This design comes from an exercise in tuning for small area, a short achievable clock period and few clock cycles per item on the open sky130 flow, not from production work. RTL that was checked went through simulation tests only; none was proved equivalent to the original.

// loop_frame
module loop_frame (
    input  wire        clk,
    input  wire        rst,
    input  wire        cmd_valid,
    output wire        cmd_ready,
    input  wire [1:0]  cmd_op,
    input  wire [5:0]  cmd_addr,
    input  wire [31:0] cmd_data,
    input  wire [31:0] in_y,
    input  wire [31:0] in_r,
    input  wire [31:0] in_x1,
    input  wire [31:0] in_x2,
    input  wire [31:0] in_x3,
    output reg         out_valid,
    output reg  [31:0] out_value,
    output reg  [1:0]  out_lim,
    output reg  [11:0] out_flags
);
    localparam [31:0] SMAX = 32'h7fffffff;
    localparam [31:0] SMIN = 32'h80000000;
    localparam [31:0] ONE  = 32'h01000000;
    localparam F_SHAPE = 0, F_ERROR = 1, F_PID = 2, F_INTEG = 3, F_BQ0 = 4,
               F_BQ1 = 5, F_BQ2 = 6, F_BQ3 = 7, F_FF = 8, F_CLAMP = 9,
               F_RATE = 10, F_PSAT = 11;
    function [31:0] sat33;
        input [32:0] x;
        begin
  ...
clock: 32.0 ns
lec_check: 0
abc_area: 1
cap_margin: 20
core_margin: 2
core_utilization: 40
place_density: 0.7
slew_margin: 30
tns_end_percent: 5
standard.sh (not shown) runs the stock make flow with config.mk's settings and CLKGATE_MAP_FILE= SYNTH_SCRIPT=/design/flow/synth_recipe.tcl, a recipe that flattens the netlist after the stock synthesis.
==> flow/flow/run.sh <==
#!/bin/bash
# Layout flow: the standard ORFS flow (standard.sh), with repair_timing aimed
# at a setup slack margin so that the critical paths are sized for a short period.
# The clock period and all constraints stay the design's. Each make/tool output
# goes to its own log in this folder (ORFS also keeps its per-step logs under orfs/logs).
set -euo pipefail
MARGIN=24
bash standard.sh SYNTH_ARGS=-noabc SETUP_SLACK_MARGIN=$MARGIN MATCH_CELL_FOOTPRINT=0 synth > flow_synth.log 2>&1
bash standard.sh SETUP_SLACK_MARGIN=$MARGIN MATCH_CELL_FOOTPRINT=0 floorplan > flow_floorplan.log 2>&1
bash standard.sh SETUP_SLACK_MARGIN=$MARGIN MATCH_CELL_FOOTPRINT=0 place > flow_place.log 2>&1
bash standard.sh SETUP_SLACK_MARGIN=$MARGIN MATCH_CELL_FOOTPRINT=0 cts > flow_cts.log 2>&1
bash standard.sh SETUP_SLACK_MARGIN=$MARGIN MATCH_CELL_FOOTPRINT=0 MAX_REPAIR_ANTENNAS_ITER_DRT=10 route > flow_route.log 2>&1
bash standard.sh SETUP_SLACK_MARGIN=$MARGIN MATCH_CELL_FOOTPRINT=0 finish > flow_finish.log 2>&1
Then changed:
- TNS_END_PERCENT: 5 -> 0
Result: Worst hold slack hardly moves. Die area does not change. Synthesized cell count stays the same. Worst setup slack gets better by 37 ps. Design area falls slightly. Global-route usage stays flat. Clock skew falls by 7.6 ps.
No run of this note included a check of the RTL's function; only the layout flow was run.

---

build 73:
loop_frame, a different RTL version from the one above (not shown whole).
Size: roughly 27,000 cells after synthesis, about 250 I/O pins, roughly 230,000 um^2 of cells after synthesis.
clock: 32.0 ns
lec_check: 0
abc_area: 1
cap_margin: 20
core_margin: 2
core_utilization: 40
place_density: 0.7
slew_margin: 30
tns_end_percent: 5
Scripts as last shown in full above: flow/flow/run.sh
Testbench counts of build 73, summed over its fixed seeds: cycles 11,312, frames 1,600.
The inputs of build 41 differ from those of build 73 as listed below.
Settings: CTS_CLUSTER_DIAMETER now 100, previously not set; CTS_CLUSTER_SIZE now 20, previously not set.
Findings:
- Build 41 against build 73; non-clock buffer count is down by a few percent.
- Summary of build 41 over build 73: critical path arrival now sits higher; wire length now sits lower.
- Setup slack in build 41 is smaller than in build 73.
- Run comparison: build 41 endpoint of the worst setup timing path out_value[7]; build 73 endpoint of the worst setup timing path out_flags[0]
- Delta (build 41 minus build 73): clock period minus worst slack shows an increase of 0.18 ns; layout overhead on the synthesized area dropped 2.6 points.
- Of the two values seen for launching instance or port of the critical path, out_value[7]$_SDFFE_PP0P_ was produced by build 41 and out_flags[0]$_SDFFE_PP0P_ by build 73.
- The lower period utilization came out of build 73.
The following lists how build 59 was set up differently from build 41:
Settings: a change of CTS_CLUSTER_DIAMETER from 100 to 120; a change of CTS_CLUSTER_SIZE from 20 to 24.
--- outcome ---
- ~same synthesized cell count in build 59 and build 41
- As far as worst hold slack is concerned, build 59 and build 41 perform about the same.
The following lists how build 48 was set up differently from build 59:
Settings: CTS_CLUSTER_SIZE removed (was 24); CTS_CLUSTER_DIAMETER removed (was 120); PLACE_DENSITY changed from 0.7 to 0.8; TNS_END_PERCENT changed from 5 to 0.
[summary]
The cell at the slowest stage of the critical path comes out sky130_fd_sc_hd__edfxtp_1 in one run and sky130_fd_sc_hd__clkdlybuf4s50_1 in the other, namely in build 48 and build 59 respectively.
Re actual transition at the worst max-transition pin: build 48 is 0.092 ns down on build 59.
Build 59 → build 48: core utilization +0.96 points, antenna diode count has increased, simple-gate share of the synthesized area about even, count of final max-slew check failures barely changed, number of vias per cell now larger.
Summary — post-detailed-route wirelength per cell, build 48 relative to build 59: higher, by 1.9 um.
NOTE: worst hold slack in build 48 falls short of that of build 59
Comparing build 48 with build 59, the tapcell count came out essentially unchanged.
On build 48: clock buffer and inverter area fraction after layout is 2.4 points higher than what build 59 gave.
Input changes introduced in build 17 (baseline for comparison: build 48):
Settings: PLACE_DENSITY now 0.7, was 0.8.
Results
- Build 17 ran to completion and came out clean on the timing, design-rule and antenna checks.
- The run showing the smaller minimum hold slack is build 17.
- Between build 17 and build 48, the count of cells along the worst register-to-register path is higher for build 17.

---

loop_frame, a different RTL version from the one above (not shown whole).
clock: 32.0 ns
lec_check: 0
abc_area: 1
cap_margin: 20
core_margin: 2
core_utilization: 40
place_density: 0.7
slew_margin: 30
tns_end_percent: 5
Scripts as last shown in full above: flow/flow/run.sh
The baseline completed without violations.
Testbench counts at the start, summed over its fixed seeds: cycles 9,704, frames 1,600.
==> next run, changes <==
--- a/flow/flow/run.sh
+++ b/flow/flow/run.sh
@@ -12 +12 @@
-bash standard.sh SETUP_SLACK_MARGIN=$MARGIN MATCH_CELL_FOOTPRINT=0 MAX_REPAIR_ANTENNAS_ITER_DRT=10 route > flow_route.log 2>&1
+bash standard.sh SETUP_SLACK_MARGIN=$MARGIN MATCH_CELL_FOOTPRINT=0 route > flow_route.log 2>&1
Settings changed: PLACE_DENSITY 0.7 to unset, SLEW_MARGIN 30 to 20, TNS_END_PERCENT 5 to 0.
=>
- design area goes down by about 2.3%
- die area stays the same
- sequential share of layout area goes up by 0.45 points
- worst hold slack improves by 0.024 ns
- non-clock buffer count fell by 295
- clock skew falls by 0.042 ns
- count of clock-buffer cells in the layout grows by 15
- cell count went down by 0.73%
- global-route usage is higher by 3.0 points
==> next run, changes <==
Settings changed: PLACE_DENSITY set to 0.7.
Result: The new run completed with no timing, DRC or antenna violations; via count rises by a few percent; synthesized area is unchanged; sequential cell count is unchanged; cell area falls slightly; die area does not change; cell count hardly moves.

---

Another version of the RTL of loop_frame (not shown whole).
Size: about 250 I/O pins, about 230000 µm² of cells after synthesis.
## loop_frame
module loop_frame (
    input  wire        clk,
    input  wire        rst,
    input  wire        cmd_valid,
    output wire        cmd_ready,
    input  wire [1:0]  cmd_op,
    input  wire [5:0]  cmd_addr,
    input  wire [31:0] cmd_data,
    input  wire [31:0] in_y,
    input  wire [31:0] in_r,
    input  wire [31:0] in_x1,
    input  wire [31:0] in_x2,
    input  wire [31:0] in_x3,
    output reg         out_valid,
    output reg  [31:0] out_value,
    output reg  [1:0]  out_lim,
    output reg  [11:0] out_flags
);
    localparam [31:0] SMAX = 32'h7fffffff;
    localparam [31:0] SMIN = 32'h80000000;
    localparam [31:0] ONE  = 32'h01000000;
    localparam F_SHAPE = 0, F_ERROR = 1, F_PID = 2, F_INTEG = 3, F_BQ0 = 4,
               F_BQ1 = 5, F_BQ2 = 6, F_BQ3 = 7, F_FF = 8, F_CLAMP = 9,
               F_RATE = 10, F_PSAT = 11;
    function [31:0] sat33;
        input [32:0] x;
        begin
            if (x[32] != x[31]) sat33 = x[32] ? SMIN : SMAX;
            else sat33 = x[31:0];
        end
    endfunction
    function ov33;
        input [32:0] x;
        begin
            ov33 = (x[32] != x[31]);
        end
    endfunction
  ...
==> flow/config.mk <==
export PLATFORM = sky130hd
export DESIGN_NAME = loop_frame
export DESIGN_NICKNAME = loop_frame
export VERILOG_FILES = /design/flow/design.v
export SDC_FILE = /design/flow/constraint.sdc
export NUM_CORES = 8
export LEC_CHECK = 0
export ABC_AREA = 1
export CAP_MARGIN = 20
export CORE_MARGIN = 2
export CORE_UTILIZATION = 40
export SLEW_MARGIN = 20
export TNS_END_PERCENT = 10
==> flow/constraint.sdc <==
create_clock -name core_clock -period 32.0 [get_ports {clk}]
set_input_delay 6.4000 -clock core_clock [delete_from_list [all_inputs] [get_ports {clk}]]
set_output_delay 6.4000 -clock core_clock [all_outputs]
set_load 0.01 [all_outputs]
==> flow/flow/run.sh <==
#!/bin/bash
# Layout flow: the standard ORFS flow (standard.sh), with repair_timing aimed
# at a setup slack margin so that the critical paths are sized for a short period.
# The clock period and all constraints stay the design's. Each make/tool output
# goes to its own log in this folder (ORFS also keeps its per-step logs under orfs/logs).
set -euo pipefail
MARGIN=24
bash standard.sh SYNTH_ARGS=-noabc SETUP_SLACK_MARGIN=$MARGIN synth > flow_synth.log 2>&1
bash standard.sh SETUP_SLACK_MARGIN=$MARGIN floorplan > flow_floorplan.log 2>&1
bash standard.sh SETUP_SLACK_MARGIN=$MARGIN place > flow_place.log 2>&1
bash standard.sh SETUP_SLACK_MARGIN=$MARGIN cts > flow_cts.log 2>&1
bash standard.sh SETUP_SLACK_MARGIN=$MARGIN route > flow_route.log 2>&1
bash standard.sh SETUP_SLACK_MARGIN=$MARGIN finish > flow_finish.log 2>&1
The baseline finished clean.
Testbench counts at the start, summed over its fixed seeds: cycles 11,312, frames 1,600.
Then changed:
--- a/flow/config.mk
+++ b/flow/config.mk
@@ -12,2 +12,2 @@
 export SLEW_MARGIN = 20
-export TNS_END_PERCENT = 10
+export TNS_END_PERCENT = 0
Cell count is lower by 0.56%.
Design area is lower by 1.9%.
Synthesized area stays the same.
Maximum frequency is lower by 1.9%.
Non-clock buffer count is lower by 201.

---

RTL: one of the versions met above, not the one the previous note started from.
For scale: roughly 2800 flip-flops, roughly 250 I/O pins.
export LEC_CHECK = 0
export ABC_AREA = 1
export CAP_MARGIN = 20
export CORE_MARGIN = 2
export CORE_UTILIZATION = 40
export PLACE_DENSITY = 0.7
export SLEW_MARGIN = 30
export TNS_END_PERCENT = 10
create_clock -name core_clock -period 32.0 [get_ports {clk}]
==> flow/flow/run.sh <==
#!/bin/bash
# Layout flow: the standard ORFS flow (standard.sh), with repair_timing aimed
# at a setup slack margin so that the critical paths are sized for a short period.
# The clock period and all constraints stay the design's. Each make/tool output
# goes to its own log in this folder (ORFS also keeps its per-step logs under orfs/logs).
set -euo pipefail
MARGIN=24
bash standard.sh SYNTH_ARGS=-noabc SETUP_SLACK_MARGIN=$MARGIN MATCH_CELL_FOOTPRINT=0 synth > flow_synth.log 2>&1
bash standard.sh SETUP_SLACK_MARGIN=$MARGIN MATCH_CELL_FOOTPRINT=0 floorplan > flow_floorplan.log 2>&1
bash standard.sh SETUP_SLACK_MARGIN=$MARGIN MATCH_CELL_FOOTPRINT=0 place > flow_place.log 2>&1
bash standard.sh SETUP_SLACK_MARGIN=$MARGIN MATCH_CELL_FOOTPRINT=0 cts > flow_cts.log 2>&1
bash standard.sh SETUP_SLACK_MARGIN=$MARGIN MATCH_CELL_FOOTPRINT=0 MAX_REPAIR_ANTENNAS_ITER_DRT=10 route > flow_route.log 2>&1
bash standard.sh SETUP_SLACK_MARGIN=$MARGIN MATCH_CELL_FOOTPRINT=0 finish > flow_finish.log 2>&1
The starting point finished with timing, DRC and antenna clean.
Testbench counts at the start, summed over its fixed seeds: cycles 11,312, frames 1,600.
Then changed:
TNS_END_PERCENT = 20   (was 10)
What happened: The new run finished clean. Register-to-register slack is worse by 0.06 ns. Utilization barely changes.
Then changed:
PLACE_DENSITY = 0.65   (was 0.7)
TNS_END_PERCENT = 0   (was 20)
Area after synthesis stays the same.
Routed wire length went up by about 6.6%.
Via count went down by about 1.1%.
Final cell count hardly moves.
Count of clock-buffer cells in the layout went up by 16.
Then changed:
CTS_BUF_LIST = sky130_fd_sc_hd__clkbuf_8   (was unset)
PLACE_DENSITY = 0.7   (was 0.65)
TNS_END_PERCENT = 5   (was 0)
Clock-buffer cell count increases by 147; wire length decreases by 6.3%; global-route usage decreases by 2.6 points; setup slack gains 0.077 ns; first-iteration DRC count increases by 9.3%; via count increases by 1.4%; core utilization increases by 0.16 points; design area increases by 0.36%.

---

Setup of run E:
loop_frame, a different RTL version from the one above (not shown whole).
For scale: roughly 31000 cells after synthesis, roughly 2900 flip-flops, ~250 I/O pins.
Settings: LEC_CHECK=0, ABC_AREA=1, CAP_MARGIN=20, CORE_MARGIN=2, CORE_UTILIZATION=40, PLACE_DENSITY=0.7, SLEW_MARGIN=20, TNS_END_PERCENT=0; clock period 32.0 ns.
==> flow/flow/run.sh <==
#!/bin/bash
# Layout flow: the standard ORFS flow (standard.sh), with repair_timing aimed
# at a setup slack margin so that the critical paths are sized for a short period.
# The clock period and all constraints stay the design's. Each make/tool output
# goes to its own log in this folder (ORFS also keeps its per-step logs under orfs/logs).
set -euo pipefail
MARGIN=24
bash standard.sh SYNTH_ARGS=-noabc SETUP_SLACK_MARGIN=$MARGIN MATCH_CELL_FOOTPRINT=0 synth > flow_synth.log 2>&1
bash standard.sh SETUP_SLACK_MARGIN=$MARGIN MATCH_CELL_FOOTPRINT=0 floorplan > flow_floorplan.log 2>&1
bash standard.sh SETUP_SLACK_MARGIN=$MARGIN MATCH_CELL_FOOTPRINT=0 place > flow_place.log 2>&1
bash standard.sh SETUP_SLACK_MARGIN=$MARGIN MATCH_CELL_FOOTPRINT=0 cts > flow_cts.log 2>&1
bash standard.sh SETUP_SLACK_MARGIN=$MARGIN MATCH_CELL_FOOTPRINT=0 route > flow_route.log 2>&1
bash standard.sh SETUP_SLACK_MARGIN=$MARGIN MATCH_CELL_FOOTPRINT=0 finish > flow_finish.log 2>&1
Nothing crashed in run E and all stages finished; the problem is that the final layout failed, the offending checks being antenna violations.
Edits applied to the flow inputs when going from run E to run D:
Settings: a change of SLEW_MARGIN from 20 to 30; a change of TNS_END_PERCENT from 0 to 5.
diff --git a/flow/flow/run.sh b/flow/flow/run.sh
--- a/flow/flow/run.sh
+++ b/flow/flow/run.sh
@@ -12 +12 @@
-bash standard.sh SETUP_SLACK_MARGIN=$MARGIN MATCH_CELL_FOOTPRINT=0 route > flow_route.log 2>&1
+bash standard.sh SETUP_SLACK_MARGIN=$MARGIN MATCH_CELL_FOOTPRINT=0 MAX_REPAIR_ANTENNAS_ITER_DRT=10 route > flow_route.log 2>&1
Results
- Looking at the reports, run D completed the entire flow and the layout it produced met the timing, design-rule and antenna checks.
- Measured against each other, run D and run E differ in final worst slack, the lower figure coming from run E.
- Aggregate routed wire length: run D higher than run E
- Cmp run D vs run E: average wire length per cell after detail routing higher in run D
No functional check of the RTL was part of any run of this note.

==> static timing again, ports no longer ideal <==
The flow's constraints put no driver on any port. The routed layouts listed below were extracted and timed again, unchanged, in two steps. Step 1 (the two cells are an assumption about what drives the block):
set clk [get_ports {clk}]
set_driving_cell -lib_cell sky130_fd_sc_hd__clkbuf_16 $clk
set_driving_cell -lib_cell sky130_fd_sc_hd__buf_2 [delete_from_list [all_inputs] $clk]
Step 2 moves the port delays by t, midway between the first and last clock arrival at a register: inputs arrive t later, outputs are due t later. That takes back most of the time a late clock gives input paths. Three values: no drivers, after step 1, after step 2; two values: the first two.
run	t (ns)	setup slack, ns	worst register clock-pin slew, ns	worst slew at a driven data input, ns	cell pins on the clock port's net
the first run of note 1	1.159	23.657 / 23.518 / 23.093	0.07 / 0.07	0.26	1
the second run of note 1	1.151	23.693 / 23.560 / 23.053	0.08 / 0.08	0.28	1
build 73	1.131	23.804 / 23.674 / 22.808	0.08 / 0.08	0.09	1
build 41	1.116	23.627 / 23.485 / 22.692	0.11 / 0.11	0.09	1
build 59	1.102	23.635 / 23.496 / 22.903	0.12 / 0.12	0.09	1
build 48	1.186	23.649 / 23.497 / 23.117	0.10 / 0.10	0.29	1
build 17	1.130	23.800 / 23.741 / 22.810	0.08 / 0.08	0.08	1
the first run of note 3	1.153	23.516 / 23.375 / 22.649	0.09 / 0.09	0.29	1
the second run of note 3	1.196	23.286 / 23.286 / 22.625	0.09 / 0.09	0.24	1
the third run of note 3	1.156	23.393 / 23.393 / 22.640	0.08 / 0.08	0.29	1
the first run of note 4	1.137	23.772 / 23.694 / 22.788	0.08 / 0.08	0.15	1
the second run of note 4	1.163	23.616 / 23.616 / 22.606	0.07 / 0.07	0.15	1
the first run of note 5	1.131	23.811 / 23.679 / 22.797	0.08 / 0.08	0.09	1
the second run of note 5	1.135	23.865 / 23.732 / 22.838	0.08 / 0.08	0.09	1
the third run of note 5	1.142	23.570 / 23.529 / 22.930	0.08 / 0.08	0.36	1
the fourth run of note 5	1.385	23.647 / 23.583 / 22.798	0.11 / 0.11	0.09	1
run E	1.200	23.455 / 23.489 / 22.289	0.08 / 0.08	0.23	1
run D	1.187	23.588 / 23.588 / 22.568	0.09 / 0.09	0.24	1
The setup slack of run E, which loses most, moves by +0.034 ns with the drivers and by -1.166 ns with both steps.
